Context: an optimization exercise on an open-source flow, tuned for small area, a short achievable clock period and few clock cycles per item. The choices shown serve that exercise and are no tape-out recipe. The RTL was checked by simulation tests, not by an equivalence proof against the original design. Power is estimated from default activity; no workload was simulated.

[flow/design.v]
module ch_rank (
    input  wire [31:0] score,
    input  wire [1:0]  fmt,            
    input  wire        larger_better,  
    output wire        is_nan,
    output wire        negz,
    output wire [32:0] rank
);
    localparam FMT_FP32 = 2'd0, FMT_BF16 = 2'd1, FMT_FP16 = 2'd2, FMT_INT32 = 2'd3;
    reg        nan, nz;
    reg [31:0] v;     
    reg [31:0] key;   
    always @(*) begin
        case (fmt)
            FMT_FP32: begin
                nan = (&score[30:23]) && (|score[22:0]);
                nz  = score[30:0] == 31'd0;
                v   = nz ? 32'd0 : score;
                nz  = nz & score[31];
            end
            FMT_BF16: begin
                nan = (&score[14:7]) && (|score[6:0]);
                nz  = score[14:0] == 15'd0;
                v   = nz ? 32'd0 : {score[15:0], 16'd0};
                nz  = nz & score[15];
            end
            FMT_FP16: begin
                nan = (&score[14:10]) && (|score[9:0]);
                nz  = score[14:0] == 15'd0;
                v   = nz ? 32'd0 : {score[15:0], 16'd0};
                nz  = nz & score[15];
            end
            default: begin
                nan = 1'b0;
                nz  = 1'b0;
                v   = score;
            end
        endcase
        if (fmt == FMT_INT32)
            key = {~v[31], v[30:0]};
        else if (v[31])
            key = ~v;
        else
            key = {1'b1, v[30:0]};
    end
    assign is_nan = nan;
    assign negz   = nz;
    assign rank   = nan ? {1'b1, score} : {1'b0, larger_better ? ~key : key};
endmodule
module ch_unrank (
    input  wire [32:0] rank,
    input  wire        negz,
    input  wire [1:0]  fmt,
    input  wire        larger_better,
    output reg  [31:0] score
);
    reg [31:0] key, v;
    always @(*) begin
        key = larger_better ? ~rank[31:0] : rank[31:0];
        if (fmt == 2'd3)
            v = {~key[31], key[30:0]};
        else if (negz)
            v = 32'h8000_0000;
        else if (key[31])
            v = {1'b0, key[30:0]};
        else
            v = ~key;
        if (rank[32])
            score = rank[31:0];
        else if (fmt == 2'd1 || fmt == 2'd2)
            score = {16'd0, v[31:16]};
        else
            score = v;
    end
endmodule
module ch_topk (
    input  wire        clk,
    input  wire        rst,
    input  wire        in_valid,
    output wire        in_ready,
    input  wire [1:0]  in_kind,        
    input  wire [47:0] in_id,
    input  wire [31:0] in_score,
    input  wire [4:0]  cfg_k,          
    input  wire [1:0]  cfg_fmt,        
    input  wire [1:0]  cfg_dist,
    input  wire        cfg_incl_nan,
    input  wire        cfg_dedup,
    output wire        out_valid,
    input  wire        out_ready,
    output wire [47:0] out_id,
    output wire [31:0] out_score,
    output wire        out_last,
    output wire [4:0]  out_count,
    output wire        out_short,
    output wire        out_ties,
    output wire        out_nan_included,
    output wire [15:0] out_tie_excess,
    output wire [15:0] out_dup_removed,
    output wire [15:0] out_dup_conflict,
    output wire [15:0] out_nan_excluded,
    output wire [15:0] out_sentinel_in
);
    localparam K = 16;
    localparam [1:0] KIND_ENTRY = 2'd0, KIND_OPEN = 2'd1, KIND_CLOSE = 2'd2;
    localparam [47:0] SENTINEL = 48'hFFFF_FFFF_FFFF;
    integer j;
    genvar g;
    reg [3:0] km1_q;       
    reg [1:0] fmt_q;
    reg       lb_q;        
    reg       incl_q;
    reg       dedup_q;
    reg       open_q;
    reg        s1_v;
    reg [1:0]  s1_kind;
    reg [47:0] s1_id;
    reg [32:0] s1_rank;
    reg        s1_negz;
    reg        s1_sent;    
    reg        s1_nd;      
    wire        in_nan, in_negz;
    wire [32:0] in_rank;
    ch_rank u_rank_in (.score(in_score), .fmt(fmt_q), .larger_better(lb_q),
                       .is_nan(in_nan), .negz(in_negz), .rank(in_rank));
    reg [47:0] s_id   [0:K-1];
    reg [32:0] s_rank [0:K-1];
    reg [K-1:0] s_negz;
    reg [3:0]  s_pos  [0:K-1];
    reg [K-1:0] vc;        
    reg [K-1:0] vo;        
    reg [K-1:0] eqp;       
    reg [4:0]  n_cur;
    reg [15:0] tie_q, drm_q, dcf_q, nex_q, sent_q;
    reg        busy_o;     
    reg [4:0]  beat;       
    reg [3:0]  km1_o;
    reg [1:0]  fmt_o;
    reg        lb_o;
    reg [4:0]  n_o;
    reg        short_o, ties_o, nani_o;
    reg [15:0] tie_o, drm_o, dcf_o, nex_o, sent_o;
    reg        ovalid;
    reg [47:0] oid;
    reg [31:0] osc;
    reg        olast;
    wire [K-1:0] free = ~(vc | vo);
    wire         free_any = |free;
    wire [4:0]   k_q = {1'b0, km1_q} + 5'd1;
    wire         full = n_cur == k_q;
    wire         stall_e = !full && !free_any;
    reg s1_go;
    always @(*) begin
        case (s1_kind)
            KIND_ENTRY: s1_go = !(open_q && stall_e);
            KIND_CLOSE: s1_go = !(open_q && busy_o);
            default:    s1_go = 1'b1;
        endcase
    end
    wire go      = s1_v && s1_go;
    wire p_open  = go && s1_kind == KIND_OPEN;
    wire p_close = go && s1_kind == KIND_CLOSE && open_q;
    wire p_entry = go && s1_kind == KIND_ENTRY && open_q;
    assign in_ready = !s1_v || s1_go;
    wire take = in_valid && in_ready;
    reg [K-1:0] ahead, same, twin, wsel;
    reg [K-1:0] ffree;
    reg         seen;
    always @(*) begin
        seen = 1'b0;
        for (j = 0; j < K; j = j + 1) begin
            ahead[j] = vc[j] && ((s_rank[j][32] && s1_rank[32])
                                 ? (s_id[j] <= s1_id)
                                 : ({s_rank[j], s_id[j]} <= {s1_rank, s1_id}));
            same[j]  = vc[j] && ((s_rank[j][32] && s1_rank[32]) || s_rank[j] == s1_rank);
            twin[j]  = vc[j] && dedup_q && s_id[j] == s1_id;
            wsel[j]  = vc[j] && s_pos[j] == km1_q;
            ffree[j] = free[j] && !seen;
            seen     = seen || free[j];
        end
    end
    wire live     = !s1_sent && !s1_nd;
    wire any_twin = |twin;
    wire dup      = live && any_twin;
    wire plain    = live && !any_twin;
    wire dup_eq   = |(twin & same);
    wire dup_wins = |(twin & ~ahead);
    wire discard  = plain && full && |(wsel & ahead);
    wire w_tie    = |(wsel & same);
    wire w_eqp    = |(wsel & eqp);
    wire e_at_w   = &(ahead | ~vc | wsel);
    wire ins      = plain && !discard;
    wire evict    = ins && full;
    wire repl     = dup && dup_wins;
    wire wr       = p_entry && (ins || repl);
    wire [K-1:0] target = repl ? twin : (full ? wsel : ffree);
    reg [4:0] p;
    reg [3:0] h;       
    reg       tw_eqp;
    always @(*) begin
        p = 5'd0;
        h = 4'd0;
        for (j = 0; j < K; j = j + 1) begin
            p = p + {4'd0, ahead[j]};
            h = h | (twin[j] ? s_pos[j] : 4'd0);
        end
    end
    wire tw_eqp_w = |(twin & eqp);
    wire e_eqp    = |(ahead & same);
    wire h_at_p   = {1'b0, h} == p;
    wire [4:0] nb_pos = p + {4'd0, repl && h_at_p};    
    wire [4:0] h_nxt  = {1'b0, h} + 5'd1;
    wire [K-1:0] s_nan;
    generate
        for (g = 0; g < K; g = g + 1) begin : g_nan
            assign s_nan[g] = s_rank[g][32];
        end
    endgenerate
    reg [K-1:0] sel;
    always @(*)
        for (j = 0; j < K; j = j + 1)
            sel[j] = vo[j] && s_pos[j] == beat[3:0];
    reg [47:0] sel_id;
    reg [32:0] sel_rank;
    reg        sel_negz;
    always @(*) begin
        sel_id   = 48'd0;
        sel_rank = 33'd0;
        sel_negz = 1'b0;
        for (j = 0; j < K; j = j + 1) begin
            sel_id   = sel_id   | ({48{sel[j]}} & s_id[j]);
            sel_rank = sel_rank | ({33{sel[j]}} & s_rank[j]);
            sel_negz = sel_negz | (sel[j] & s_negz[j]);
        end
    end
    wire [31:0] sel_score;
    ch_unrank u_unrank (.rank(sel_rank), .negz(sel_negz), .fmt(fmt_o), .larger_better(lb_o),
                        .score(sel_score));
    reg [31:0] worst_score;
    always @(*) begin
        case (fmt_o)
            2'd0:    worst_score = lb_o ? 32'hFF80_0000 : 32'h7F80_0000;
            2'd1:    worst_score = lb_o ? 32'h0000_FF80 : 32'h0000_7F80;
            2'd2:    worst_score = lb_o ? 32'h0000_FC00 : 32'h0000_7C00;
            default: worst_score = lb_o ? 32'h8000_0000 : 32'h7FFF_FFFF;
        endcase
    end
    wire ld      = busy_o && !beat[4] && beat[3:0] <= km1_o && (!ovalid || out_ready);
    wire real_b  = beat < n_o;
    wire sent_last = ovalid && out_ready && olast;
    always @(posedge clk) begin
        if (rst) begin
            s1_v   <= 1'b0;
            open_q <= 1'b0;
            vc     <= {K{1'b0}};
            vo     <= {K{1'b0}};
            n_cur  <= 5'd0;
            busy_o <= 1'b0;
            ovalid <= 1'b0;
        end else begin
            if (in_ready)
                s1_v <= in_valid;
            if (p_open) begin
                open_q <= 1'b1;
                vc     <= {K{1'b0}};
                n_cur  <= 5'd0;
            end else if (p_close) begin
                open_q <= 1'b0;
                vc     <= {K{1'b0}};
                n_cur  <= 5'd0;
            end else if (wr) begin
                vc <= vc | target;
                if (ins && !full)
                    n_cur <= n_cur + 5'd1;
            end
            if (p_close)
                vo <= vc;
            else if (ld)
                vo <= vo & ~sel;
            if (p_close)
                busy_o <= 1'b1;
            else if (sent_last)
                busy_o <= 1'b0;
            if (ld)
                ovalid <= 1'b1;
            else if (out_ready)
                ovalid <= 1'b0;
        end
    end
    always @(posedge clk) begin
        if (take) begin
            s1_kind <= in_kind;
            s1_id   <= in_id;
            s1_rank <= in_rank;
            s1_negz <= in_negz;
            s1_sent <= &in_id;
            s1_nd   <= in_nan && !incl_q;
        end
        if (take && in_kind == KIND_OPEN) begin
            km1_q   <= cfg_k[3:0] - 4'd1;
            fmt_q   <= cfg_fmt;
            lb_q    <= ~cfg_dist[1];
            incl_q  <= cfg_incl_nan;
            dedup_q <= cfg_dedup;
        end
        for (j = 0; j < K; j = j + 1) begin
            if (wr && target[j]) begin
                s_id[j]   <= s1_id;
                s_rank[j] <= s1_rank;
                s_negz[j] <= s1_negz;
                s_pos[j]  <= p[3:0];
                eqp[j]    <= e_eqp;
            end else if (wr && vc[j]) begin
                if (!ahead[j] && (!repl || s_pos[j] < h))
                    s_pos[j] <= s_pos[j] + 4'd1;
                if ({1'b0, s_pos[j]} == nb_pos)
                    eqp[j] <= same[j];
                else if (repl && !h_at_p && {1'b0, s_pos[j]} == h_nxt)
                    eqp[j] <= eqp[j] & tw_eqp_w;
            end
        end
        if (p_open) begin
            tie_q  <= 16'd0;
            drm_q  <= 16'd0;
            dcf_q  <= 16'd0;
            nex_q  <= 16'd0;
            sent_q <= 16'd0;
        end else if (p_entry) begin
            if (s1_sent)
                sent_q <= sent_q + 16'd1;
            if (!s1_sent && s1_nd)
                nex_q <= nex_q + 16'd1;
            if (dup)
                drm_q <= drm_q + 16'd1;
            if (dup && !dup_eq)
                dcf_q <= dcf_q + 16'd1;
            if (discard && w_tie)
                tie_q <= tie_q + 16'd1;
            if (evict)
                tie_q <= (e_at_w ? w_tie : w_eqp) ? tie_q + 16'd1 : 16'd0;
        end
        if (p_close) begin
            km1_o   <= km1_q;
            fmt_o   <= fmt_q;
            lb_o    <= lb_q;
            n_o     <= n_cur;
            short_o <= !full;
            ties_o  <= tie_q != 16'd0;
            nani_o  <= |(vc & s_nan);
            tie_o   <= tie_q;
            drm_o   <= drm_q;
            dcf_o   <= dcf_q;
            nex_o   <= nex_q;
            sent_o  <= sent_q;
            beat    <= 5'd0;
        end else if (ld) begin
            beat  <= beat + 5'd1;
            oid   <= real_b ? sel_id : SENTINEL;
            osc   <= real_b ? sel_score : worst_score;
            olast <= beat[3:0] == km1_o;
        end
    end
    assign out_valid        = ovalid;
    assign out_id           = oid;
    assign out_score        = osc;
    assign out_last         = olast;
    assign out_count        = n_o;
    assign out_short        = short_o;
    assign out_ties         = ties_o;
    assign out_nan_included = nani_o;
    assign out_tie_excess   = tie_o;
    assign out_dup_removed  = drm_o;
    assign out_dup_conflict = dcf_o;
    assign out_nan_excluded = nex_o;
    assign out_sentinel_in  = sent_o;
endmodule
[flow/run.sh]
#!/bin/bash
# synth_recipe.tcl (not shown) runs the flow's synth.tcl, then flattens the netlist and writes it again
# the make line also repeats each setting of config.mk as NAME=value (left out here)
make -C /OpenROAD-flow-scripts/flow DESIGN_CONFIG=/design/flow/config.mk WORK_HOME=/design/flow/orfs CLKGATE_MAP_FILE= SYNTH_SCRIPT=/design/flow/synth_recipe.tcl finish
[flow/config.mk]
export PLATFORM = sky130hd
export DESIGN_NAME = ch_topk
export DESIGN_NICKNAME = ch_topk
export VERILOG_FILES = /design/flow/design.v
export SDC_FILE = /design/flow/constraint.sdc
export NUM_CORES = 4
export LEC_CHECK = 0
export CAP_MARGIN = 35
export CORE_MARGIN = 2
export CORE_UTILIZATION = 30
export SLEW_MARGIN = 35
[flow/constraint.sdc]
create_clock -name core_clock -period 13.0 [get_ports {clk}]
set_input_delay 2.6000 -clock core_clock [delete_from_list [all_inputs] [get_ports {clk}]]
set_output_delay 2.6000 -clock core_clock [all_outputs]
set_load 0.01 [all_outputs]
==> reports/summary.txt, run 1 <==
HP Class = reg -> reg
Post-Synth Simple-Gate Area = 12.0%
Pins Over Slew Limit = 0
Final #Nets = 11300
Pleak = 45.7 nW
Area delta synth->final = 15.7%
WHS = 0.459 ns
Critical Path Source Type = flip-flop
Post-Syn Nets = 10900
Via/cell ratio = 6.24
Area taken by multi-input logic gates = 53700 µm²
Post-Synth XOR/XNOR Area = 3.17%
Vias in the first global route = 84000
Gr usage total = 27.7%
Fin crit share = 89.6%
CTS tree = yes
Ys Warns = 6
First-pass DRT Iterations = 8
Pwr Density = 110 nW/µm²
Global Route met1 Usage = 35.5%
Minimum clock period = 11.64 ns
Post-route antenna net violation count = 0
CTS Buffer Depth = 4
Initial antenna violation count = 57
Area of the core = 359000 µm²
DP Area = 118000 µm²
CTS Hold Bufs = 0
CP startpoint = s1_id[46]
GR peak layer = met2
Cts bufs inserted = 207
CTS resizes = 0
Sequential fraction of the synthesis area = 48.5%
Post-synth EDFFs = 1663
Met3 usage = 6.85%
Share of cells above drive strength 1 = 7.79%
Reg2reg path depth = 32
Leading area contributor after synthesis = edfxtp_1
Die height = 604 µm
RD Place Congestion = 1.06
Syn avg cell area = 11.5 µm²
Mapped Cells = 9399
Worst hold path depth = 0
Crit end category = flip-flop
Layout Skew = 0.0578 ns
Postcts setup bufs = 0
Commonest non-fill, non-tap cell in the layout = edfxtp_1
Crit path top cell by count = fa_1
Synth unique cells = 94
WL per Instance = 35.7 µm
Worst-skew pair later-pin latency = 0.97 ns
Design Area, Final = 125000 µm²
DRC = 0
Port Buffers = 265
Synthesized cell area = 108000 µm²
Min-delay src = nex_q[15]
FMAX = 85.9 MHz
Max incr delay on CP = 0.83 ns
Most frequent cells in the layout = edfxtp_1 (1663), ha_1 (1425), a21oi_1 (648)
Main synth FF type = edfxtp_1
FF/Latch Area = 52500 µm²
Complex-gate fraction of the synthesized area = 16.0%
Most area-consuming cells after synthesis = edfxtp_1 (46%), ha_1 (17%), a21oi_1 (3.0%)
Root buf cell = clkbuf_16
Required @ worst endpoint = 13.66 ns
CP max-delay cell = a2111oi_0
Largest family of logic cells by synthesized area = adder cells
Adder-cell share of the synthesized area = 16.7%
Slew headroom = 22.9%
Final Core Density = 34.8%
Mux cell area share after synthesis = 1.30%
Max VDD drop = 0.107 mV
Status = finished clean
Pin slew with the least headroom to its limit = 1.16 ns
Setup TNS = 0 ns
Worst Path Max Fanout = 17
Clk slew on worst S/H paths = 0.06 ns
CTS sink cnt = 1789
Hold Fails Final Rpt = 0
CTS H-Tree Depth = 4
First-pass GRT wire length = 707 mm
Area of the die = 365000 µm²
RSZ-0062 raised after global routing = no
Worst EP arrival = 12.31 ns
Met2 track demand over resource = 41.3%
# fillers = 35600
Top cell type's share of synthesized area = 46.2%
Largest net degree at the start of global routing = 71
Site row count = 220
Initial Utilization = 30.1%
Total Wirelength = 528 mm
Die X = 604 µm
GR Overflow Total = 0
Initial drt markers = 15300
# setup viols final = 0
Max cap viols = 0
Yosys reg bits = 1789
RR Startpoint = s1_id[46]
Setup CP Type = reg -> reg
HPWL after detailed placement = 392 mm
Ports = 268
Total number of vias = 92200
Share of flip-flops with an asynchronous set or reset = 0%
==> Yosys cell counts, types with 40 or more instances <==
cell type  count
nand4_1      395
nor4_1       131
a221oi_1     253
clkbuf_1     239
o21ai_0      382
mux2i_1       90
a22oi_1      271
nor2_1       395
a21boi_0      40
nand3_1      424
inv_1        290
xor2_1       280
a21oi_1      654
dfxtp_1      126
ha_1        1426
buf_1         70
and2_1        46
a22o_1       220
and3_1       120
a211oi_1     113
o21a_1        47
nor3_1       165
and4_1        58
a21o_1       134
nor2b_1       63
o211ai_1      65
nand2_1      491
xnor2_1      105
edfxtp_1    1663
nand2b_1      59
==> flip-flops by register name (all words and copies together) (netlist names), 32 cells and up <==
register / cells
oid: 48
osc: 32
s1_id: 48
s1_rank: 33
s_id: 768
s_pos: 64
s_rank: 528
==> critical path: cells and delay by family, from the launching register on <==
kind / cells / cell delay (ns)
flops: 1 / 0.74
buf+inv: 6 / 1.29
simple gates: 10 / 3.15
xor+xnor: 3 / 0.61
mux: 1 / 0.28
fa+ha+maj: 8 / 3.50
compound gates: 4 / 1.72
==> layout make-up <==
type                    count  share of cell area, %
repair buffers            524                   3.81
diodes                     34                 0.0681
well taps                4773                   4.78
multi-input cells        6981                   43.0
flip-flops and latches   1789                   42.0
clock inverters           136                   1.11
clock buffers             247                   4.37
inverters                 291                  0.928
==> routing by layer <==
layer | part of all wire (%) | wire length (µm)
met1 | 38 | 201000
met2 | 42 | 223000
met3 | 12 | 61500
met4 | 8.0 | 42200
met5 | 0.058 | 308
==> power by group <==
group | switching [W] | internal, W | total [W] | leakage (nW)
logic | 0.000850 | 0.000396 | 0.00125 | 26.5
registers | 0.0000775 | 0.00633 | 0.00640 | 15.9
clock network | 0.00265 | 0.00343 | 0.00608 | 3.31
==> stage by stage <==
step / instances / worst slack, ns / power, W
after floorplan: 9399 / 3.55 / 0.00716
after global placement: 14300 / 1.58 / 0.00770
after detailed placement: 14400 / 1.80 / 0.00771
after CTS: 14700 / 1.79 / 0.0137
final: 14800 / 1.36 / 0.0137
after global routing: 14800 / 1.13 / 0.0140
==> cells by family (layout without fill, tap and decap cells) <==
logic type,after synthesis,count (layout)
DFF,1789,1789
other,0,34
muxes,135,135
xor gates and xnor gates,388,388
AOI/OAI and AO/OA,2531,2531
and+or+nand+nor,2491,2491
buffers and inverters,629,1198
adders and majority gates,1436,1436
==> final timing paths <==
path | end | slack, ns
worst min-delay path | nex_o[15] | 0.46
worst max-delay path | eqp[8] | 1.36
worst min register to register | nex_o[15] | 0.46
worst max register to register | eqp[8] | 1.36
Testbench counts, summed over its fixed seeds: cycles 14,862, items 14,404.
==> inputs of run 2 (changes only) <==
--- a/flow/design.v
+++ b/flow/design.v
@@ -75,2 +75,27 @@
 endmodule
+module ch_cmp #(parameter W = 32) (
+    input  wire [W-1:0] a,
+    input  wire [W-1:0] b,
+    output wire         lt,
+    output wire         eq
+);
+    localparam N = (W > 32) ? 64 : (W > 16) ? 32 : (W > 8) ? 16 : 8;
+    reg [N-1:0] l, e;
+    integer i, s;
+    always @(*) begin
+        l = {N{1'b0}};
+        e = {N{1'b1}};
+        for (i = 0; i < W; i = i + 1) begin
+            l[i] = ~a[i] & b[i];
+            e[i] = ~(a[i] ^ b[i]);
+        end
+        for (s = 1; s < N; s = s * 2)
+            for (i = 0; i + s < N; i = i + 2 * s) begin
+                l[i] = l[i+s] | (e[i+s] & l[i]);
+                e[i] = e[i+s] & e[i];
+            end
+    end
+    assign lt = l[0];
+    assign eq = e[0];
+endmodule
 module ch_topk (
@@ -108,6 +133,10 @@
     genvar g;
-    reg [3:0] km1_q;       
+    reg [3:0] km1_i;       
+    reg [1:0] fmt_i;
+    reg       lb_i;        
+    reg       incl_i;
+    reg       dedup_i;
+    reg [3:0] km1_q;
     reg [1:0] fmt_q;
-    reg       lb_q;        
-    reg       incl_q;
+    reg       lb_q;
     reg       dedup_q;
@@ -123,4 +152,16 @@
     wire [32:0] in_rank;
-    ch_rank u_rank_in (.score(in_score), .fmt(fmt_q), .larger_better(lb_q),
+    ch_rank u_rank_in (.score(in_score), .fmt(fmt_i), .larger_better(lb_i),
                        .is_nan(in_nan), .negz(in_negz), .rank(in_rank));
+    reg        s2_v;
+    reg [1:0]  s2_kind;
+    reg [47:0] s2_id;
+    reg [32:0] s2_rank;
+    reg        s2_negz;
+    reg        s2_sent;
+    reg        s2_nd;
+    reg [K-1:0] c_ahead;   
+    reg [K-1:0] c_same;    
+    reg [K-1:0] c_ideq;    
+    reg [K-1:0] c_fwd;     
+    reg         f_ahead, f_same, f_ideq;    
     reg [47:0] s_id   [0:K-1];
@@ -150,17 +191,37 @@
     wire         full = n_cur == k_q;
-    wire         stall_e = !full && !free_any;
-    reg s1_go;
+    reg stall;
     always @(*) begin
-        case (s1_kind)
-            KIND_ENTRY: s1_go = !(open_q && stall_e);
-            KIND_CLOSE: s1_go = !(open_q && busy_o);
-            default:    s1_go = 1'b1;
+        case (s2_kind)
+            KIND_ENTRY: stall = s2_v && open_q && !full && !free_any;
+            KIND_CLOSE: stall = s2_v && open_q && busy_o;
+            default:    stall = 1'b0;
         endcase
     end
-    wire go      = s1_v && s1_go;
-    wire p_open  = go && s1_kind == KIND_OPEN;
-    wire p_close = go && s1_kind == KIND_CLOSE && open_q;
-    wire p_entry = go && s1_kind == KIND_ENTRY && open_q;
-    assign in_ready = !s1_v || s1_go;
+    wire go      = s2_v && !stall;
+    wire p_open  = go && s2_kind == KIND_OPEN;
+    wire p_close = go && s2_kind == KIND_CLOSE && open_q;
+    wire p_entry = go && s2_kind == KIND_ENTRY && open_q;
+    assign in_ready = !(s1_v && stall);
     wire take = in_valid && in_ready;
+    wire adv  = !stall;    
+    wire [K-1:0] r_lt, r_eq, i_lt, i_eq;
+    generate
+        for (g = 0; g < K; g = g + 1) begin : g_cmp
+            ch_cmp #(.W(33)) u_cr (.a(s1_rank), .b(s_rank[g]), .lt(r_lt[g]), .eq(r_eq[g]));
+            ch_cmp #(.W(48)) u_ci (.a(s1_id),   .b(s_id[g]),   .lt(i_lt[g]), .eq(i_eq[g]));
+        end
+    endgenerate
+    wire fr_lt, fr_eq, fi_lt, fi_eq;
+    ch_cmp #(.W(33)) u_fr (.a(s1_rank), .b(s2_rank), .lt(fr_lt), .eq(fr_eq));
+    ch_cmp #(.W(48)) u_fi (.a(s1_id),   .b(s2_id),   .lt(fi_lt), .eq(fi_eq));
+    reg [K-1:0] n_ahead, n_same;
+    always @(*) begin
+        for (j = 0; j < K; j = j + 1) begin
+            n_ahead[j] = (s_rank[j][32] && s1_rank[32]) ? !i_lt[j]
+                                                        : !(r_lt[j] || (r_eq[j] && i_lt[j]));
+            n_same[j]  = (s_rank[j][32] && s1_rank[32]) || r_eq[j];
+        end
+    end
+    wire nf_ahead = (s2_rank[32] && s1_rank[32]) ? !fi_lt : !(fr_lt || (fr_eq && fi_lt));
+    wire nf_same  = (s2_rank[32] && s1_rank[32]) || fr_eq;
     reg [K-1:0] ahead, same, twin, wsel;
@@ -171,7 +232,5 @@
         for (j = 0; j < K; j = j + 1) begin
-            ahead[j] = vc[j] && ((s_rank[j][32] && s1_rank[32])
-                                 ? (s_id[j] <= s1_id)
-                                 : ({s_rank[j], s_id[j]} <= {s1_rank, s1_id}));
-            same[j]  = vc[j] && ((s_rank[j][32] && s1_rank[32]) || s_rank[j] == s1_rank);
-            twin[j]  = vc[j] && dedup_q && s_id[j] == s1_id;
+            ahead[j] = vc[j] && (c_fwd[j] ? f_ahead : c_ahead[j]);
+            same[j]  = vc[j] && (c_fwd[j] ? f_same  : c_same[j]);
+            twin[j]  = vc[j] && dedup_q && (c_fwd[j] ? f_ideq : c_ideq[j]);
             wsel[j]  = vc[j] && s_pos[j] == km1_q;
@@ -181,3 +240,3 @@
     end
-    wire live     = !s1_sent && !s1_nd;
+    wire live     = !s2_sent && !s2_nd;
     wire any_twin = |twin;
@@ -198,3 +257,2 @@
     reg [3:0] h;       
-    reg       tw_eqp;
     always @(*) begin
@@ -209,11 +267,3 @@
     wire e_eqp    = |(ahead & same);
-    wire h_at_p   = {1'b0, h} == p;
-    wire [4:0] nb_pos = p + {4'd0, repl && h_at_p};    
-    wire [4:0] h_nxt  = {1'b0, h} + 5'd1;
-    wire [K-1:0] s_nan;
-    generate
-        for (g = 0; g < K; g = g + 1) begin : g_nan
-            assign s_nan[g] = s_rank[g][32];
-        end
-    endgenerate
+    wire [4:0] h_nxt = {1'b0, h} + 5'd1;
     reg [K-1:0] sel;
@@ -247,4 +297,10 @@
     end
-    wire ld      = busy_o && !beat[4] && beat[3:0] <= km1_o && (!ovalid || out_ready);
-    wire real_b  = beat < n_o;
+    wire [K-1:0] s_nan;
+    generate
+        for (g = 0; g < K; g = g + 1) begin : g_nan
+            assign s_nan[g] = s_rank[g][32];
+        end
+    endgenerate
+    wire ld        = busy_o && !beat[4] && beat[3:0] <= km1_o && (!ovalid || out_ready);
+    wire real_b    = beat < n_o;
     wire sent_last = ovalid && out_ready && olast;
@@ -253,2 +309,3 @@
             s1_v   <= 1'b0;
+            s2_v   <= 1'b0;
             open_q <= 1'b0;
@@ -262,2 +319,4 @@
                 s1_v <= in_valid;
+            if (adv)
+                s2_v <= s1_v;
             if (p_open) begin
@@ -296,10 +355,31 @@
             s1_sent <= &in_id;
-            s1_nd   <= in_nan && !incl_q;
+            s1_nd   <= in_nan && !incl_i;
         end
         if (take && in_kind == KIND_OPEN) begin
-            km1_q   <= cfg_k[3:0] - 4'd1;
-            fmt_q   <= cfg_fmt;
-            lb_q    <= ~cfg_dist[1];
-            incl_q  <= cfg_incl_nan;
-            dedup_q <= cfg_dedup;
+            km1_i   <= cfg_k[3:0] - 4'd1;
+            fmt_i   <= cfg_fmt;
+            lb_i    <= ~cfg_dist[1];
+            incl_i  <= cfg_incl_nan;
+            dedup_i <= cfg_dedup;
+        end
+        if (adv) begin
+            s2_kind <= s1_kind;
+            s2_id   <= s1_id;
+            s2_rank <= s1_rank;
+            s2_negz <= s1_negz;
+            s2_sent <= s1_sent;
+            s2_nd   <= s1_nd;
+            c_ahead <= n_ahead;
+            c_same  <= n_same;
+            c_ideq  <= i_eq;
+            c_fwd   <= wr ? target : {K{1'b0}};
+            f_ahead <= nf_ahead;
+            f_same  <= nf_same;
+            f_ideq  <= fi_eq;
+            if (s1_v && s1_kind == KIND_OPEN) begin
+                km1_q   <= km1_i;
+                fmt_q   <= fmt_i;
+                lb_q    <= lb_i;
+                dedup_q <= dedup_i;
+            end
         end
@@ -307,14 +387,12 @@
             if (wr && target[j]) begin
-                s_id[j]   <= s1_id;
-                s_rank[j] <= s1_rank;
-                s_negz[j] <= s1_negz;
+                s_id[j]   <= s2_id;
+                s_rank[j] <= s2_rank;
+                s_negz[j] <= s2_negz;
                 s_pos[j]  <= p[3:0];
                 eqp[j]    <= e_eqp;
-            end else if (wr && vc[j]) begin
-                if (!ahead[j] && (!repl || s_pos[j] < h))
+            end else if (wr && vc[j] && !ahead[j]) begin
+                if (!repl || s_pos[j] < h)
                     s_pos[j] <= s_pos[j] + 4'd1;
-                if ({1'b0, s_pos[j]} == nb_pos)
-                    eqp[j] <= same[j];
-                else if (repl && !h_at_p && {1'b0, s_pos[j]} == h_nxt)
-                    eqp[j] <= eqp[j] & tw_eqp_w;
+                eqp[j] <= (eqp[j] | same[j]) &
+                          !(repl && !tw_eqp_w && {1'b0, s_pos[j]} == h_nxt);
             end
@@ -328,5 +406,5 @@
         end else if (p_entry) begin
-            if (s1_sent)
+            if (s2_sent)
                 sent_q <= sent_q + 16'd1;
-            if (!s1_sent && s1_nd)
+            if (!s2_sent && s2_nd)
                 nex_q <= nex_q + 16'd1;
==> flow/flow/run.sh (new file) <==
#!/bin/bash
set -euo pipefail
export SETUP_SLACK_MARGIN=8
bash standard.sh > standard.log 2>&1
==> flow/standard.sh (new file) <==
#!/bin/bash
# synth_recipe.tcl (not shown) runs the flow's synth.tcl, then flattens the netlist and writes it again
# the make line also repeats each setting of config.mk as NAME=value (left out here)
make -C /OpenROAD-flow-scripts/flow DESIGN_CONFIG=/design/flow/config.mk WORK_HOME=/design/flow/orfs CLKGATE_MAP_FILE= SYNTH_SCRIPT=/design/flow/synth_recipe.tcl "${@:-finish}"
--- a/flow/config.mk
+++ b/flow/config.mk
@@ -9,3 +9,3 @@
 export CORE_MARGIN = 2
-export CORE_UTILIZATION = 30
+export CORE_UTILIZATION = 45
 export SLEW_MARGIN = 35
removed: flow/run.sh
==> reports/summary.txt, run 2 <==
Max incr delay on CP = 0.52 ns (was 0.83 ns)
Die height = 498 µm (was 604 µm)
Critical path buffers and inverters = 2 (was 6)
Reg with most FFs = s_id (unchanged)
Max VDD drop = 0.104 mV (was 0.107 mV)
Crit end category = output pin (was flip-flop)
CP startpoint = vo[7] (was s1_id[46])
Area of the core = 243000 µm² (was 359000 µm²)
First-pass GRT wire length = 639 mm (was 707 mm)
Die X = 498 µm (was 604 µm)
Worst-skew pair later-pin latency = 0.92 ns (was 0.97 ns)
Pwr Density = 119 nW/µm² (was 110 nW/µm²)
Ys Warns = 11 (was 6)
Final #Nets = 11200 (was 11300)
Root buf cell = clkbuf_16 (unchanged)
GR Overflow Total = 0 (unchanged)
Setup TNS = 0 ns (unchanged)
Min-Delay Endpoint = fmt_o[1] (was nex_o[15])
Pleak = 49.5 nW (was 45.7 nW)
Initial antenna violation count = 24 (was 57)
WL per Instance = 35.7 µm (about the same)
Cts bufs inserted = 217 (was 207)
Syn avg cell area = 12.0 µm² (was 11.5 µm²)
Area of the die = 248000 µm² (was 365000 µm²)
Required @ worst endpoint = 10.40 ns (was 13.66 ns)
Clk slew on worst S/H paths = 0.06 ns (about the same)
CTS sink cnt = 1951 (was 1789)
FF-to-FF End = osc[15] (was eqp[8])
Setup CP Type = reg -> out (was reg -> reg)
RD Place Congestion = 1.01 (was 1.06)
Largest net degree at the start of global routing = 124 (was 71)
Hold Fails Final Rpt = 0 (unchanged)
Area delta synth->final = 14.7% (was 15.7%)
Post-synth EDFFs = 1824 (was 1663)
CP delay by family, top = simple AND/OR/NAND/NOR gates (was adder cells)
Commonest non-fill, non-tap cell in the layout = edfxtp_1 (unchanged)
CTS Buffer Depth = 3 (was 4)
Met3 usage = 7.07% (was 6.85%)
Minimum clock period = 5.75 ns (was 11.64 ns)
# fillers = 20900 (was 35600)
Global Route met1 Usage = 45.3% (was 35.5%)
Leading area contributor after synthesis = edfxtp_1 (unchanged)
Post-Syn Nets = 10800 (was 10900)
Layout Skew = 0.0620 ns (was 0.0578 ns)
Fin crit share = 44.2% (was 89.6%)
Most area-consuming cells after synthesis = edfxtp_1 (50%), ha_1 (17%), a22oi_1 (4.2%) (was edfxtp_1 (46%), ha_1 (17%), a21oi_1 (3.0%))
HP Class = reg -> reg (unchanged)
Via/cell ratio = 6.58 (was 6.24)
Total number of vias = 85500 (was 92200)
Pre-CTS setup slack = 6.35 ns (was 1.80 ns)
CTS Hold Bufs = 0 (unchanged)
Share of flip-flops with an asynchronous set or reset = 0% (unchanged)
WP depth = 9 (was 32)
Min-delay src = fmt_q[1] (was nex_q[15])
Top cell type's share of synthesized area = 49.8% (was 46.2%)
Worst hold path depth = 0 (unchanged)
CTS H-Tree Depth = 4 (unchanged)
Met2 track demand over resource = 56.7% (was 41.3%)
Max cap viols = 0 (unchanged)
Port Buffers = 265 (unchanged)
RR Startpoint = beat[1] (was s1_id[46])
HPWL after detailed placement = 331 mm (was 392 mm)
Critical Path Source Type = flip-flop (unchanged)
Vias in the first global route = 83600 (was 84000)
DRC = 0 (unchanged)
Post-route antenna net violation count = 0 (unchanged)
Initial Utilization = 45.2% (was 30.1%)
Synthesized cell area = 110000 µm² (was 108000 µm²)
Mapped Cells = 9159 (was 9399)
Sequential fraction of the synthesis area = 52.1% (was 48.5%)
CP max-delay cell = dfxtp_2 (was a2111oi_0)
Worst EP arrival = 3.15 ns (was 12.31 ns)
Synth cell count leaders = edfxtp_1 (1824), ha_1 (1490), nand2_1 (737), a22oi_1 (610), a21oi_1 (507) (was edfxtp_1 (1663), ha_1 (1426), a21oi_1 (654), nand2_1 (491), nand3_1 (424))
Pin slew with the least headroom to its limit = 1.15 ns (was 1.16 ns)
Share of cells above drive strength 1 = 8.65% (was 7.79%)
R2r setup slk = 8.00 ns (was 1.36 ns)
Yosys reg bits = 1951 (was 1789)
Total Wirelength = 464 mm (was 528 mm)
Reg2reg path depth = 12 (was 32)
Main synth FF type = edfxtp_1 (unchanged)
Ports = 268 (unchanged)
Site row count = 181 (was 220)
First-pass DRT Iterations = 7 (was 8)
GR peak layer = met2 (unchanged)
Top Registers = s_id (768), s_rank (528), s_pos (64) (unchanged)
Synth unique cells = 89 (was 94)
FMAX = 174 MHz (was 85.9 MHz)
Max reg flops = 768 (unchanged)
Most frequent cells in the layout = edfxtp_1 (1824), ha_1 (1486), nand2_1 (736) (was edfxtp_1 (1663), ha_1 (1425), a21oi_1 (648))
Gr usage total = 36.2% (was 27.7%)
Pins Over Slew Limit = 0 (unchanged)
Final worst-path setup slack = 7.25 ns (was 1.36 ns)
Crit-path cells = nor2_1, nor4_2, nand4_1, a2111oi_2, buf_4, mux2i_4, nor2_4, nand2_2, buf_6
Slew headroom = 21.2% (was 22.9%)
CTS tree = yes (unchanged)
Status = finished clean (unchanged)
WHS = 0.420 ns (was 0.459 ns)
RSZ-0062 raised after global routing = yes (was no)
# setup viols final = 0 (unchanged)
Initial drt markers = 10700 (was 15300)
Worst Path Max Fanout = 8 (was 17)
Top-count cell post-synth = edfxtp_1 (unchanged)
==> run 2: cell count changes after synthesis, moves of 86 or more <==
| cell | change |
|---|---|
| a22oi_1 | +339 |
| a21o_1 | +322 |
| nand2_1 | +246 |
| nand3_1 | -230 |
| a221oi_1 | -187 |
| a22o_1 | -184 |
| edfxtp_1 | +161 |
| xor2_1 | -154 |
| a21oi_1 | -147 |
| xnor2_1 | +97 |
| and3_1 | -86 |
==> run 2: worst max path at each step <==
stage	to
after floorplan	in_ready
after global placement	s_id[8][16]
after detailed placement	s_id[1][9]
after CTS	in_ready
after global routing	in_ready
final	in_ready
==> run 2: routing by layer <==
| metal | part of all wire [%] | wire length (µm) | vias to the layer above |
|---|---|---|---|
| li1 | - | - | 36800 |
| met1 | 38 | 175000 | 42600 |
| met2 | 45 | 208000 | 4913 |
| met3 | 9.2 | 42800 | 1191 |
| met4 | 8.1 | 37500 | 16 |
| met5 | 0.025 | 118 | - |
==> run 2: area by class of cell <==
cell class                 instances  area, µm²  area share (%)
antenna                           10       25.0          0.0198
clock buffer                     273       5890            4.67
clock inverter                   131       1330            1.05
inverter                         224        897           0.711
multi-input combinational       6648      51300            40.6
sequential                      1951      57300            45.4
tap                             3202       4010            3.18
timing repair buffer             560       5400            4.28
==> run 2: what timing repair did <==
item	in CTS	in global routing
gates resized for setup	103	38
pin swaps	13	5
hold endpoints to repair	0	0
buffers inserted	19	6
setup endpoints to repair	1303	640
gates cloned	3	1
==> run 2: power breakdown <==
group / switching, W / internal (W) / total [W]
clock: 0.00271 / 0.00367 / 0.00638
sequential: 0.000169 / 0.00697 / 0.00714
combinational: 0.000958 / 0.000541 / 0.00150
total: 0.00384 / 0.0112 / 0.0150
==> run 2: stage by stage <==
| stage | power, W | std cells | instance area, µm² | util (%) |
|---|---|---|---|---|
| finish | 0.0150 | 13000 | 126000 | 51.9 |
| global route | 0.0154 | 13000 | 126000 | 51.9 |
| CTS | 0.0150 | 13000 | 126000 | 51.8 |
| detailed placement | 0.00870 | 12600 | 118000 | 48.6 |
| global placement | 0.00865 | 12500 | 118000 | 48.4 |
| floorplan | 0.00801 | 9159 | 110000 | - |
==> run 2: logic make-up after synthesis <==
| family | Yosys count | synth area share [%] |
|---|---|---|
| flip-flops | 1951 | 52.1 |
| AO/OA/AOI/OAI | 2382 | 14.5 |
| AND/OR/NAND/NOR | 2326 | 10.5 |
| multiplexers | 99 | 0.945 |
| XOR/XNOR | 330 | 2.64 |
| buffers and inverters | 562 | 2.03 |
| adder cells (fa/ha/maj) | 1509 | 17.2 |
Testbench counts of run 2, summed over its fixed seeds: cycles 14,870, items 14,404.
==> inputs of run 3 (changes only) <==
==> flow/run.sh (new file) <==
#!/bin/bash
# synth_recipe.tcl (not shown) runs the flow's synth.tcl, then flattens the netlist and writes it again
# the make line also repeats each setting of config.mk as NAME=value (left out here)
make -C /OpenROAD-flow-scripts/flow DESIGN_CONFIG=/design/flow/config.mk WORK_HOME=/design/flow/orfs CLKGATE_MAP_FILE= SYNTH_SCRIPT=/design/flow/synth_recipe.tcl finish
--- a/flow/config.mk
+++ b/flow/config.mk
@@ -7,2 +7,3 @@
 export LEC_CHECK = 0
+export ABC_CLOCK_PERIOD_IN_PS = 4000
 export CAP_MARGIN = 35
@@ -10,2 +11,3 @@
 export CORE_UTILIZATION = 45
+export SETUP_SLACK_MARGIN = 5
 export SLEW_MARGIN = 35
removed: flow/flow/run.sh
removed: flow/standard.sh
==> reports/summary.txt, run 3 <==
Status = finished clean (unchanged)
CTS tree = yes (unchanged)
Critical path buffers and inverters = 2 (unchanged)
Largest net degree at the start of global routing = 83 (was 124)
Worst-skew pair later-pin latency = 0.90 ns (was 0.92 ns)
CP max-delay cell = nor4_1 (was dfxtp_2)
RD Place Congestion = 1.03 (was 1.01)
Share of flip-flops with an asynchronous set or reset = 0% (unchanged)
First-pass GRT wire length = 631 mm (was 639 mm)
CP delay by family, top = simple AND/OR/NAND/NOR gates (unchanged)
Min-delay src = km1_i[1] (was fmt_q[1])
# setup viols final = 0 (unchanged)
Pins Over Slew Limit = 0 (unchanged)
FF/Latch Area = 57300 µm² (about the same)
Max incr delay on CP = 0.77 ns (was 0.52 ns)
CTS resizes = 0 (was 103)
Initial antenna violation count = 28 (was 24)
Via/cell ratio = 6.57 (was 6.58)
Share of cells above drive strength 1 = 7.81% (was 8.65%)
CTS Hold Bufs = 0 (unchanged)
Leading area contributor after synthesis = edfxtp_1 (unchanged)
Critical Path Source Type = flip-flop (unchanged)
Reg with most FFs = s_id (unchanged)
Hold Fails Final Rpt = 0 (unchanged)
Area taken by multi-input logic gates = 51000 µm² (was 51300 µm²)
Reg2reg path depth = 12 (unchanged)
Top cell type's share of synthesized area = 49.8% (unchanged)
Max cap viols = 0 (unchanged)
Commonest non-fill, non-tap cell in the layout = edfxtp_1 (unchanged)
Synthesized cell area = 110000 µm² (unchanged)
Minimum clock period = 7.58 ns (was 5.75 ns)
Total number of vias = 85100 (was 85500)
Crit path top cell by count = nor2_1
RR Startpoint = f_ideq (was beat[1])
Pin slew with the least headroom to its limit = 1.05 ns (was 1.15 ns)
Final #Nets = 11200 (about the same)
DRC = 0 (unchanged)
Vias in the first global route = 82800 (was 83600)
Synth unique cells = 89 (unchanged)
First-pass DRT Iterations = 8 (was 7)
Most frequent cells in the layout = edfxtp_1 (1824), ha_1 (1488), nand2_1 (737) (was edfxtp_1 (1824), ha_1 (1486), nand2_1 (736))
Postcts setup bufs = 0 (was 19)
Clk slew on worst S/H paths = 0.07 ns (was 0.06 ns)
Root buf cell = clkbuf_16 (unchanged)
Sequential fraction of the synthesis area = 52.1% (unchanged)
Fin crit share = 58.3% (was 44.2%)
R2r setup slk = 6.29 ns (was 8.00 ns)
Area of the die = 248000 µm² (unchanged)
Post-Syn Nets = 10800 (unchanged)
Initial Utilization = 45.2% (unchanged)
Area of the core = 243000 µm² (unchanged)
Required @ worst endpoint = 10.40 ns (about the same)
CTS H-Tree Depth = 4 (unchanged)
CTS sink cnt = 1951 (unchanged)
Syn avg cell area = 12.0 µm² (unchanged)
Worst Path Max Fanout = 8 (unchanged)
Yosys reg bits = 1951 (unchanged)
Most area-consuming cells after synthesis = edfxtp_1 (50%), ha_1 (17%), a22oi_1 (4.2%) (unchanged)
Max VDD drop = 0.131 mV (was 0.104 mV)
HP Class = reg -> reg (unchanged)
Ports = 268 (unchanged)
HPWL after detailed placement = 327 mm (was 331 mm)
Die X = 498 µm (unchanged)
Design Area, Final = 125000 µm² (was 126000 µm²)
Gr usage total = 35.7% (was 36.2%)
Site row count = 181 (unchanged)
Setup CP Type = reg -> out (unchanged)
Worst EP arrival = 4.98 ns (was 3.15 ns)
Synth cell count leaders = edfxtp_1 (1824), ha_1 (1490), nand2_1 (737), a22oi_1 (610), a21oi_1 (507) (unchanged)
Layout Skew = 0.0440 ns (was 0.0620 ns)
Port Buffers = 265 (unchanged)
Ys Warns = 11 (unchanged)
Crit end category = output pin (unchanged)
Total Wirelength = 455 mm (was 464 mm)
DP Area = 118000 µm² (about the same)
Die height = 498 µm (unchanged)
Post-synth EDFFs = 1824 (unchanged)
CP startpoint = vo[7] (unchanged)
Post-route antenna net violation count = 0 (unchanged)
Final worst-path setup slack = 5.42 ns (was 7.25 ns)
RSZ-0062 raised after global routing = no (was yes)
CTS Buffer Depth = 3 (unchanged)
# fillers = 20900 (about the same)
Pre-CTS setup slack = 6.49 ns (was 6.35 ns)
Top-count cell post-synth = edfxtp_1 (unchanged)
Min-Delay Endpoint = km1_q[1] (was fmt_o[1])
Pwr Density = 118 nW/µm² (was 119 nW/µm²)
Crit-path cells = nor2_1, nor4_1, nand4_1, a2111oi_2, buf_4, mux2i_1, nor2_1, nand2_1, clkdlybuf4s50_1 (was nor2_1, nor4_2, nand4_1, a2111oi_2, buf_4, mux2i_4, nor2_4, nand2_2, buf_6)
Setup TNS = 0 ns (unchanged)
Slew headroom = 29.5% (was 21.2%)
FF-to-FF End = s_id[2][9] (was osc[15])
Cts bufs inserted = 215 (was 217)
Area delta synth->final = 13.8% (was 14.7%)
Initial drt markers = 11100 (was 10700)
Main synth FF type = edfxtp_1 (unchanged)
Mapped Cells = 9159 (unchanged)
FMAX = 132 MHz (was 174 MHz)
Max reg flops = 768 (unchanged)
Top Registers = s_id (768), s_rank (528), s_pos (64) (unchanged)
WL per Instance = 35.1 µm (was 35.7 µm)
Pleak = 49.0 nW (was 49.5 nW)
Worst hold path depth = 0 (unchanged)
GR Overflow Total = 0 (unchanged)
==> run 3: cell types whose count changed in the layout (fill, tap and decap cells not counted), sizes merged <==
cell	before	now
a21boi	3	2
clkbuf	275	260
clkinv	90	104
nor2	428	427
buf	293	265
bufinv	24	19
clkinvlp	12	10
clkdlybuf4s50	264	265
bufbuf	1	0
==> run 3: stage by stage <==
stage                     power, W  util [%]  hold WS, ns  std cells
after floorplan            0.00801         -        0.400       9159
after global placement     0.00862      48.4        0.405      12500
after detailed placement   0.00867      48.5        0.407      12600
after CTS                   0.0148      51.4        0.416      12900
after global routing        0.0152      51.5        0.423      13000
final                       0.0148      51.5        0.418      13000
==> run 3: area by class of cell <==
type	count	share of cell area [%]
Antenna cell	10	0.0200
Tap cell	3202	3.20
Timing Repair Buffer	530	3.85
Clock buffer	260	4.51
Multi-Input combinational cell	6646	40.8
Inverter	224	0.704
Clock inverter	138	1.12
Sequential cell	1951	45.8
==> run 3: how the worst max path moves through the flow <==
stage	cells past startpoint	slack, ns	end
2_1_floorplan	3	5.09	dedup_i
3_3_place_gp	10	6.52	s_rank[7][20]
3_5_place_dp	9	6.49	in_ready
4_1_cts	9	5.56	in_ready
5_1_grt	9	5.34	in_ready
6_report	9	5.42	in_ready
==> run 3: power breakdown <==
group	internal [W]	switching (W)	total, W
logic	0.000528	0.000933	0.00146
registers	0.00697	0.000155	0.00713
clock network	0.00348	0.00275	0.00623
total	0.0110	0.00383	0.0148
==> run 3: per-layer routing <==
layer | track usage, % | vias up | wire, µm
li1 | - | 36700 | -
met1 | 46.7 | 42500 | 180000
met2 | 54.3 | 4786 | 200000
met3 | 7.34 | 1128 | 41400
met4 | 22.3 | 20 | 33000
met5 | 0 | - | 144
==> run 3: cell families after synthesis <==
family	count (synthesis)	share of synthesized area, %
buf+inv	562	2.03
mux	99	0.945
xor+xnor	330	2.64
fa+ha+maj	1509	17.2
flops	1951	52.1
simple gates	2326	10.5
compound gates	2382	14.5
==> inputs of run 4 (changes only) <==
--- a/flow/design.v
+++ b/flow/design.v
@@ -203,5 +203,29 @@
     wire p_entry = go && s2_kind == KIND_ENTRY && open_q;
-    assign in_ready = !(s1_v && stall);
-    wire take = in_valid && in_ready;
     wire adv  = !stall;    
+    reg  in_rdy_q;
+    assign in_ready = in_rdy_q;
+    wire take = in_valid && in_rdy_q;
+    reg [3:0] g_one, g_two;
+    always @(*)
+        for (j = 0; j < 4; j = j + 1) begin
+            g_one[j] = |free[4*j +: 4];
+            g_two[j] = (free[4*j] & (free[4*j+1] | free[4*j+2] | free[4*j+3])) |
+                       (free[4*j+1] & (free[4*j+2] | free[4*j+3])) |
+                       (free[4*j+2] & free[4*j+3]);
+        end
+    wire free1 = |g_one;
+    wire free2 = (|g_two) || (g_one[0] & (g_one[1] | g_one[2] | g_one[3])) ||
+                 (g_one[1] & (g_one[2] | g_one[3])) || (g_one[2] & g_one[3]);
+    wire       s1_v_n    = in_rdy_q ? in_valid : (s1_v && !adv);
+    wire       s2_v_n    = adv ? s1_v : s2_v;
+    wire [1:0] s2_kind_n = adv ? s1_kind : s2_kind;
+    wire       s2_entry  = s2_v && s2_kind == KIND_ENTRY;
+    wire       s2_clr    = s2_v && (s2_kind == KIND_OPEN || s2_kind == KIND_CLOSE);
+    wire       almost    = {1'b0, n_cur} + 6'd1 == {1'b0, k_q};
+    wire       freed     = ld && real_b;
+    wire       free_ok_n = free2 || freed || (free1 && (!s2_entry || almost));
+    wire       full_ok_n = full && !s2_clr;
+    wire       busy_n    = busy_o || s2_clr;
+    wire       blk_n     = s2_v_n && ((s2_kind_n == KIND_CLOSE && busy_n) ||
+                                      (s2_kind_n == KIND_ENTRY && !full_ok_n && !free_ok_n));
     wire [K-1:0] r_lt, r_eq, i_lt, i_eq;
@@ -255,2 +279,5 @@
     wire [K-1:0] target = repl ? twin : (full ? wsel : ffree);
+    wire [K-1:0] wen = {K{p_entry && live}} &
+                       ((twin & ~ahead) | ({K{!any_twin}} & (full ? (wsel & ~ahead) : ffree)));
+    reg [2:0] p4 [0:3];
     reg [4:0] p;
@@ -258,8 +285,9 @@
     always @(*) begin
-        p = 5'd0;
+        for (j = 0; j < 4; j = j + 1)
+            p4[j] = ({2'd0, ahead[4*j]} + {2'd0, ahead[4*j+1]}) +
+                    ({2'd0, ahead[4*j+2]} + {2'd0, ahead[4*j+3]});
+        p = ({2'd0, p4[0]} + {2'd0, p4[1]}) + ({2'd0, p4[2]} + {2'd0, p4[3]});
         h = 4'd0;
-        for (j = 0; j < K; j = j + 1) begin
-            p = p + {4'd0, ahead[j]};
+        for (j = 0; j < K; j = j + 1)
             h = h | (twin[j] ? s_pos[j] : 4'd0);
-        end
     end
@@ -308,2 +336,3 @@
         if (rst) begin
+            in_rdy_q <= 1'b1;
             s1_v   <= 1'b0;
@@ -317,4 +346,4 @@
         end else begin
-            if (in_ready)
-                s1_v <= in_valid;
+            in_rdy_q <= !(s1_v_n && blk_n);
+            s1_v <= s1_v_n;
             if (adv)
@@ -349,3 +378,3 @@
     always @(posedge clk) begin
-        if (take) begin
+        if (in_rdy_q) begin
             s1_kind <= in_kind;
@@ -386,3 +415,3 @@
         for (j = 0; j < K; j = j + 1) begin
-            if (wr && target[j]) begin
+            if (wen[j]) begin
                 s_id[j]   <= s2_id;
@@ -390,2 +419,4 @@
                 s_negz[j] <= s2_negz;
+            end
+            if (wr && target[j]) begin
                 s_pos[j]  <= p[3:0];
==> flow/flow/run.sh (new file) <==
#!/bin/bash
set -euo pipefail
export SETUP_SLACK_MARGIN=8.7
export MAX_REPAIR_ANTENNAS_ITER_DRT=12
bash standard.sh > standard.log 2>&1
==> flow/standard.sh (new file) <==
#!/bin/bash
# synth_recipe.tcl (not shown) runs the flow's synth.tcl, then flattens the netlist and writes it again
# the make line also repeats each setting of config.mk as NAME=value (left out here)
make -C /OpenROAD-flow-scripts/flow DESIGN_CONFIG=/design/flow/config.mk WORK_HOME=/design/flow/orfs CLKGATE_MAP_FILE= SYNTH_SCRIPT=/design/flow/synth_recipe.tcl "${@:-finish}"
--- a/flow/config.mk
+++ b/flow/config.mk
@@ -7,7 +7,5 @@
 export LEC_CHECK = 0
-export ABC_CLOCK_PERIOD_IN_PS = 4000
 export CAP_MARGIN = 35
 export CORE_MARGIN = 2
-export CORE_UTILIZATION = 45
-export SETUP_SLACK_MARGIN = 5
+export CORE_UTILIZATION = 50
 export SLEW_MARGIN = 35
removed: flow/run.sh
==> reports/summary.txt, run 4 <==
Pins Over Slew Limit = 0 (unchanged)
RR Startpoint = f_ahead (was f_ideq)
Final #Nets = 11400 (was 11200)
CTS sink cnt = 1952 (was 1951)
WL per Instance = 37.7 µm (was 35.1 µm)
CTS Buffer Depth = 3 (unchanged)
RD Place Congestion = 1.04 (was 1.03)
Pwr Density = 114 nW/µm² (was 118 nW/µm²)
Synth unique cells = 104 (was 89)
Top Registers = s_id (768), s_rank (528), s_pos (64) (unchanged)
First-pass GRT wire length = 665 mm (was 631 mm)
Hold Fails Final Rpt = 0 (unchanged)
DRC = 0 (unchanged)
Max cap viols = 0 (unchanged)
Main synth FF type = edfxtp_1 (unchanged)
Share of flip-flops with an asynchronous set or reset = 0% (unchanged)
Syn avg cell area = 12.0 µm² (about the same)
Max reg flops = 768 (unchanged)
Pwr Total = 0.0147 W (was 0.0148 W)
Required @ worst endpoint = 13.60 ns (was 10.40 ns)
Total number of vias = 89700 (was 85100)
Setup TNS = 0 ns (unchanged)
Die X = 475 µm (was 498 µm)
Most frequent cells in the layout = edfxtp_1 (1822), ha_1 (1491), nand2_1 (601) (was edfxtp_1 (1824), ha_1 (1488), nand2_1 (737))
Minimum clock period = 4.49 ns (was 7.58 ns)
Root buf cell = clkbuf_16 (unchanged)
Die height = 475 µm (was 498 µm)
Ys Warns = 13 (was 11)
Fin crit share = 34.6% (was 58.3%)
HPWL after detailed placement = 344 mm (was 327 mm)
CP startpoint = f_ahead (was vo[7])
R2r setup slk = 8.51 ns (was 6.29 ns)
Mapped Cells = 9246 (was 9159)
Commonest non-fill, non-tap cell in the layout = edfxtp_1 (unchanged)
Ports = 268 (unchanged)
Post-Syn Nets = 10800 (about the same)
Critical Path Source Type = flip-flop (unchanged)
Status = complete, but fails checks (was finished clean)
Post-route antenna net violation count = 1 (was 0)
Cts bufs inserted = 211 (was 215)
Yosys reg bits = 1952 (was 1951)
Setup CP Type = reg -> reg (was reg -> out)
# setup viols final = 0 (unchanged)
FMAX = 223 MHz (was 132 MHz)
Initial Utilization = 50.4% (was 45.2%)
HP Class = reg -> reg (unchanged)
CTS H-Tree Depth = 4 (unchanged)
Clk slew on worst S/H paths = 0.06 ns (was 0.07 ns)
Total Wirelength = 489 mm (was 455 mm)
Max VDD drop = 0.143 mV (was 0.131 mV)
Vias in the first global route = 85200 (was 82800)
Area delta synth->final = 16.1% (was 13.8%)
Worst Path Max Fanout = 7 (was 8)
Synth cell count leaders = edfxtp_1 (1822), ha_1 (1493), nand2_1 (607), a22oi_1 (569), a21oi_1 (520) (was edfxtp_1 (1824), ha_1 (1490), nand2_1 (737), a22oi_1 (610), a21oi_1 (507))
Sequential fraction of the synthesis area = 51.6% (was 52.1%)
Slew headroom = 29.2% (was 29.5%)
Most area-consuming cells after synthesis = edfxtp_1 (49%), ha_1 (17%), a22oi_1 (3.8%) (was edfxtp_1 (50%), ha_1 (17%), a22oi_1 (4.2%))
Layout Skew = 0.0345 ns (was 0.0440 ns)
Area of the core = 220000 µm² (was 243000 µm²)
Initial drt markers = 13500 (was 11100)
Initial antenna violation count = 42 (was 28)
Min-Delay Endpoint = fmt_o[0] (was km1_q[1])
Synthesized cell area = 111000 µm² (was 110000 µm²)
RSZ-0062 raised after global routing = yes (was no)
FF-to-FF End = s_pos[11][3] (was s_id[2][9])
Leading area contributor after synthesis = edfxtp_1 (unchanged)
Worst EP arrival = 5.10 ns (was 4.98 ns)
Gr usage total = 42.3% (was 35.7%)
Area of the die = 226000 µm² (was 248000 µm²)
Min-delay src = fmt_q[0] (was km1_i[1])
Failing Checks = antenna rules
Pre-CTS setup slack = 6.66 ns (was 6.49 ns)
Final worst-path setup slack = 8.51 ns (was 5.42 ns)
First-pass DRT Iterations = 7 (was 8)
Top-count cell post-synth = edfxtp_1 (unchanged)
Largest net degree at the start of global routing = 73 (was 83)
Reg2reg path depth = 16 (was 12)
Worst-skew pair later-pin latency = 0.89 ns (was 0.90 ns)
Crit end category = flip-flop (was output pin)
Pin slew with the least headroom to its limit = 1.05 ns (about the same)
CTS tree = yes (unchanged)
Port Buffers = 265 (unchanged)
Site row count = 172 (was 181)
Pleak = 50.8 nW (was 49.0 nW)
Share of cells above drive strength 1 = 11.3% (was 7.81%)
Reg with most FFs = s_id (unchanged)
Worst hold path depth = 0 (unchanged)
Via/cell ratio = 6.91 (was 6.57)
Post-synth EDFFs = 1822 (was 1824)
GR Overflow Total = 0 (unchanged)
Top cell type's share of synthesized area = 49.3% (was 49.8%)
==> run 4: cell count changes after synthesis, sizes merged, moves of 20 or more <==
cell    delta
nand2    -130
mux2i     +29
xor2      +65
a21o      -31
a22oi     -41
nor2b     +22
buf       +20
nand3     +99
a211oi    +20
xnor2     -61
nand4     +56
nor2      +42
==> run 4: area by class of cell <==
class                           instances  area (µm²)
Multi-Input combinational cell       6750       53500
Clock buffer                          270        5730
Inverter                              208         866
Fill cell                           18100       91300
Antenna cell                           33        82.6
Clock inverter                        118        1310
Timing Repair Buffer                  679        6430
Tap cell                             2958        3700
Sequential cell                      1952       57300
==> run 4: critical path, stage by stage (launching register included) <==
cell and delay (ns):
edfxtp_1 0.42, buf_6 0.16, buf_6 0.12, mux2_2 0.30
nand2_2 0.12, fa_1 0.44, fa_1 0.55, fa_1 0.44
fa_2 0.55, inv_2 0.04, ha_4 0.15, a21o_1 0.20
a21oi_4 0.17, xor2_4 0.18, buf_12 0.16, buf_12 0.17
a21oi_2 0.06
==> run 4: through the flow <==
stage               std cells  hold slack (ns)  cell area [µm²]  util [%]
floorplan                9246            0.400           111000         -
global placement        12400            0.401           118000      53.7
detailed placement      12400            0.407           119000      53.9
CTS                     12900            0.422           128000      57.9
global route            12900            0.425           129000      58.5
finish                  13000            0.419           129000      58.5
==> run 4: logic make-up (layout without fill, tap and decap cells) <==
group,after synthesis,after routing,synth area share [%]
XOR/XNOR,334,334,2.65
AND/OR/NAND/NOR,2410,2423,11.0
AO/OA/AOI/OAI,2348,2351,14.3
buffers and inverters,560,1275,2.09
adder cells (fa/ha/maj),1514,1514,17.1
flip-flops,1952,1952,51.6
multiplexers,128,128,1.19
other,0,33,0
==> run 4: repair_timing <==
item / 4_1_cts / 5_1_grt
hold endpoints to repair: 0 / 0
setup buffers: 92 / 48
gates cloned: 16 / 4
gates resized for setup: 430 / 164
pin swaps: 79 / 42
hold buffers: 0 / 0
setup endpoints to repair: 1457 / 826
==> run 4: per-layer routing <==
metal / track usage [%] / part of all wire [%] / vias to the layer above / wire (µm)
met5: 0.213 / 0.062 / - / 304
met4: 22.1 / 6.5 / 36 / 31800
met3: 14.0 / 14 / 1314 / 67300
met2: 61.1 / 42 / 6294 / 204000
met1: 56.2 / 38 / 44500 / 185000
li1: - / - / 37600 / -
==> run 4: worst max path at each step <==
| stage | slack [ns] | to |
|---|---|---|
| after floorplan | 8.24 | s1_rank[15] |
| after global placement | 6.60 | s1_rank[27] |
| after detailed placement | 6.66 | s1_rank[4] |
| after CTS | 8.46 | s_pos[11][3] |
| after global routing | 8.38 | s_pos[11][3] |
| final | 8.51 | s_pos[11][3] |
==> run 4: power breakdown <==
| group | switching (W) | internal, W | leakage [nW] | total [W] |
|---|---|---|---|---|
| Combinational | 0.000912 | 0.000495 | 29.3 | 0.00141 |
| Sequential | 0.000123 | 0.00694 | 18.1 | 0.00706 |
| Clock | 0.00271 | 0.00355 | 3.41 | 0.00626 |
Testbench counts of run 4, summed over its fixed seeds: cycles 14,870, items 14,404.
==> inputs of run 5 (changes only) <==
--- a/flow/design.v
+++ b/flow/design.v
@@ -281,10 +281,18 @@
                        ((twin & ~ahead) | ({K{!any_twin}} & (full ? (wsel & ~ahead) : ffree)));
-    reg [2:0] p4 [0:3];
-    reg [4:0] p;
-    reg [3:0] h;       
+    reg [15:0] th;     
+    reg [4:0]  p;
+    reg [3:0]  h;      
+    integer v;
     always @(*) begin
-        for (j = 0; j < 4; j = j + 1)
-            p4[j] = ({2'd0, ahead[4*j]} + {2'd0, ahead[4*j+1]}) +
-                    ({2'd0, ahead[4*j+2]} + {2'd0, ahead[4*j+3]});
-        p = ({2'd0, p4[0]} + {2'd0, p4[1]}) + ({2'd0, p4[2]} + {2'd0, p4[3]});
+        for (v = 0; v < 16; v = v + 1) begin
+            th[v] = 1'b0;
+            for (j = 0; j < K; j = j + 1)
+                th[v] = th[v] | (ahead[j] && s_pos[j] == v);
+        end
+        p[4] = th[15];
+        p[3] = th[7] & ~th[15];
+        p[2] = (th[3] & ~th[7]) | (th[11] & ~th[15]);
+        p[1] = (th[1] & ~th[3]) | (th[5] & ~th[7]) | (th[9] & ~th[11]) | (th[13] & ~th[15]);
+        p[0] = (th[0] & ~th[1]) | (th[2] & ~th[3]) | (th[4] & ~th[5]) | (th[6] & ~th[7]) |
+               (th[8] & ~th[9]) | (th[10] & ~th[11]) | (th[12] & ~th[13]) | (th[14] & ~th[15]);
         h = 4'd0;
--- a/flow/config.mk
+++ b/flow/config.mk
@@ -9,3 +9,3 @@
 export CORE_MARGIN = 2
-export CORE_UTILIZATION = 50
+export CORE_UTILIZATION = 55
 export SLEW_MARGIN = 35
==> reports/summary.txt, run 5 <==
Adder-cell share of the synthesized area = 17.1% (about the same)
Final worst-path setup slack = 8.52 ns (was 8.51 ns)
HPWL after detailed placement = 350 mm (was 344 mm)
Synth cell count leaders = edfxtp_1 (1822), ha_1 (1536), nand2_1 (741), a22oi_1 (655), a21o_1 (620) (was edfxtp_1 (1822), ha_1 (1493), nand2_1 (607), a22oi_1 (569), a21oi_1 (520))
Ys Warns = 11 (was 13)
RD Place Congestion = 1.06 (was 1.04)
Reg2reg path depth = 10 (was 16)
Sequential fraction of the synthesis area = 50.6% (was 51.6%)
First-pass DRT Iterations = 13 (was 7)
Critical Path Source Type = flip-flop (unchanged)
Final #Nets = 11600 (was 11400)
# setup viols final = 0 (unchanged)
Commonest non-fill, non-tap cell in the layout = edfxtp_1 (unchanged)
Largest net degree at the start of global routing = 83 (was 73)
CTS tree = yes (unchanged)
Slew headroom = 25.0% (was 29.2%)
WL per Instance = 38.7 µm (was 37.7 µm)
Crit end category = flip-flop (unchanged)
Pleak = 52.8 nW (was 50.8 nW)
Syn avg cell area = 12.0 µm² (about the same)
# fillers = 15500 (was 18100)
Layout Skew = 0.0882 ns (was 0.0345 ns)
Max cap viols = 0 (unchanged)
Synthesized cell area = 113000 µm² (was 111000 µm²)
Initial Utilization = 55.4% (was 50.4%)
Setup TNS = 0 ns (unchanged)
Setup CP Type = reg -> reg (unchanged)
Top Registers = s_id (768), s_rank (528), s_pos (64) (unchanged)
R2r setup slk = 8.52 ns (was 8.51 ns)
Post-synth EDFFs = 1822 (unchanged)
Most frequent cells in the layout = edfxtp_1 (1822), ha_1 (1534), nand2_1 (736) (was edfxtp_1 (1822), ha_1 (1491), nand2_1 (601))
Clk slew on worst S/H paths = 0.06 ns (about the same)
Share of flip-flops with an asynchronous set or reset = 0% (unchanged)
Minimum clock period = 4.48 ns (was 4.49 ns)
HP Class = reg -> reg (unchanged)
Area delta synth->final = 15.3% (was 16.1%)
Die X = 458 µm (was 475 µm)
Most area-consuming cells after synthesis = edfxtp_1 (48%), ha_1 (17%), a22oi_1 (4.3%) (was edfxtp_1 (49%), ha_1 (17%), a22oi_1 (3.8%))
Worst setup path end = c_ahead[3] (was s_pos[11][3])
Post-Syn Nets = 11100 (was 10800)
Status = finished clean (was complete, but fails checks)
Ports = 268 (unchanged)
Pre-CTS setup slack = 6.73 ns (was 6.66 ns)
Initial drt markers = 15300 (was 13500)
GR Overflow Total = 0 (unchanged)
FF-to-FF End = c_ahead[3] (was s_pos[11][3])
RR Startpoint = s1_rank[28] (was f_ahead)
Die height = 458 µm (was 475 µm)
Total Wirelength = 500 mm (was 489 mm)
-- run 5: how the worst min path moves through the flow --
| stage | from | endpoint | slack, ns |
|---|---|---|---|
| floorplan | dedup_i | dedup_q | 0.40 |
| global placement | fmt_q[0] | fmt_o[0] | 0.40 |
| detailed placement | lb_q | lb_o | 0.40 |
| CTS | lb_q | lb_o | 0.42 |
| global route | lb_q | lb_o | 0.43 |
| finish | lb_q | lb_o | 0.42 |
-- run 5: report_power, final --
group	leakage [nW]	total, W	switching (W)	internal, W
clock network	3.42	0.00629	0.00276	0.00353
registers	17.9	0.00707	0.000135	0.00694
logic	31.4	0.00138	0.000874	0.000509
total	52.8	0.0147	0.00377	0.0110
-- run 5: what timing repair did --
| item | CTS | global route |
|---|---|---|
| hold buffers | 0 | 0 |
| hold endpoints to repair | 0 | 0 |
| buffers inserted | 65 | 67 |
| gates resized for setup | 321 | 100 |
| setup endpoints to repair | 1541 | 959 |
| gates cloned | 7 | 5 |
| pin swaps | 29 | 20 |
-- run 5: layout make-up --
cell class / count / area (µm²) / area share (%)
tap: 2688 / 3360 / 2.57
clock inverter: 151 / 1650 / 1.26
inverter: 209 / 875 / 0.669
sequential: 1952 / 57300 / 43.9
timing repair buffer: 680 / 6360 / 4.87
clock buffer: 248 / 5440 / 4.16
multi-input combinational: 6942 / 55600 / 42.5
antenna: 29 / 72.6 / 0.0555
-- run 5: through the flow --
stage	hold WS (ns)	util, %	cell area (µm²)	instances
2_1_floorplan	0.400	-	114000	9423
3_3_place_gp	0.403	59.0	121000	12300
3_5_place_dp	0.405	59.2	121000	12300
4_1_cts	0.419	63.2	129000	12800
5_1_grt	0.425	63.8	131000	12900
6_report	0.418	63.8	131000	12900
-- run 5: kinds of logic (layout without fill, tap and decap cells) --
group,count (synthesis),in the layout
XOR/XNOR,302,302
adder cells (fa/ha/maj),1549,1549
AO/OA/AOI/OAI,2511,2511
buffers and inverters,538,1288
other,0,29
multiplexers,190,190
AND/OR/NAND/NOR,2381,2390
flip-flops,1952,1952
-- run 5: critical path: stages (launching register included) --
cell and delay (ns):
edfxtp_1 0.43, clkinv_1 0.53, buf_8 0.37, ha_1 0.32
nand3_1 0.08, nor3_1 0.49, and3_1 0.50, a31o_2 0.42
nand4_1 0.44, a31oi_4 0.50, a211oi_1 0.11
-- run 5: metal layers --
| layer | part of all wire (%) | track usage, % | vias to the layer above |
|---|---|---|---|
| li1 | - | - | 38600 |
| met1 | 35 | 58.1 | 45700 |
| met2 | 42 | 67.4 | 7764 |
| met3 | 13 | 14.5 | 1958 |
| met4 | 9.1 | 33.1 | 20 |
| met5 | 0.029 | 0 | - |
Testbench counts of run 5, summed over its fixed seeds: cycles 14,870, items 14,404.

Setup slack of run 5, layout unchanged: 8.520 ns with ideal ports, 8.520 ns with driving cells assumed (clock clkbuf_16, inputs buf_2), 7.863 ns with port delays also shifted by the 0.984 ns mid clock arrival.
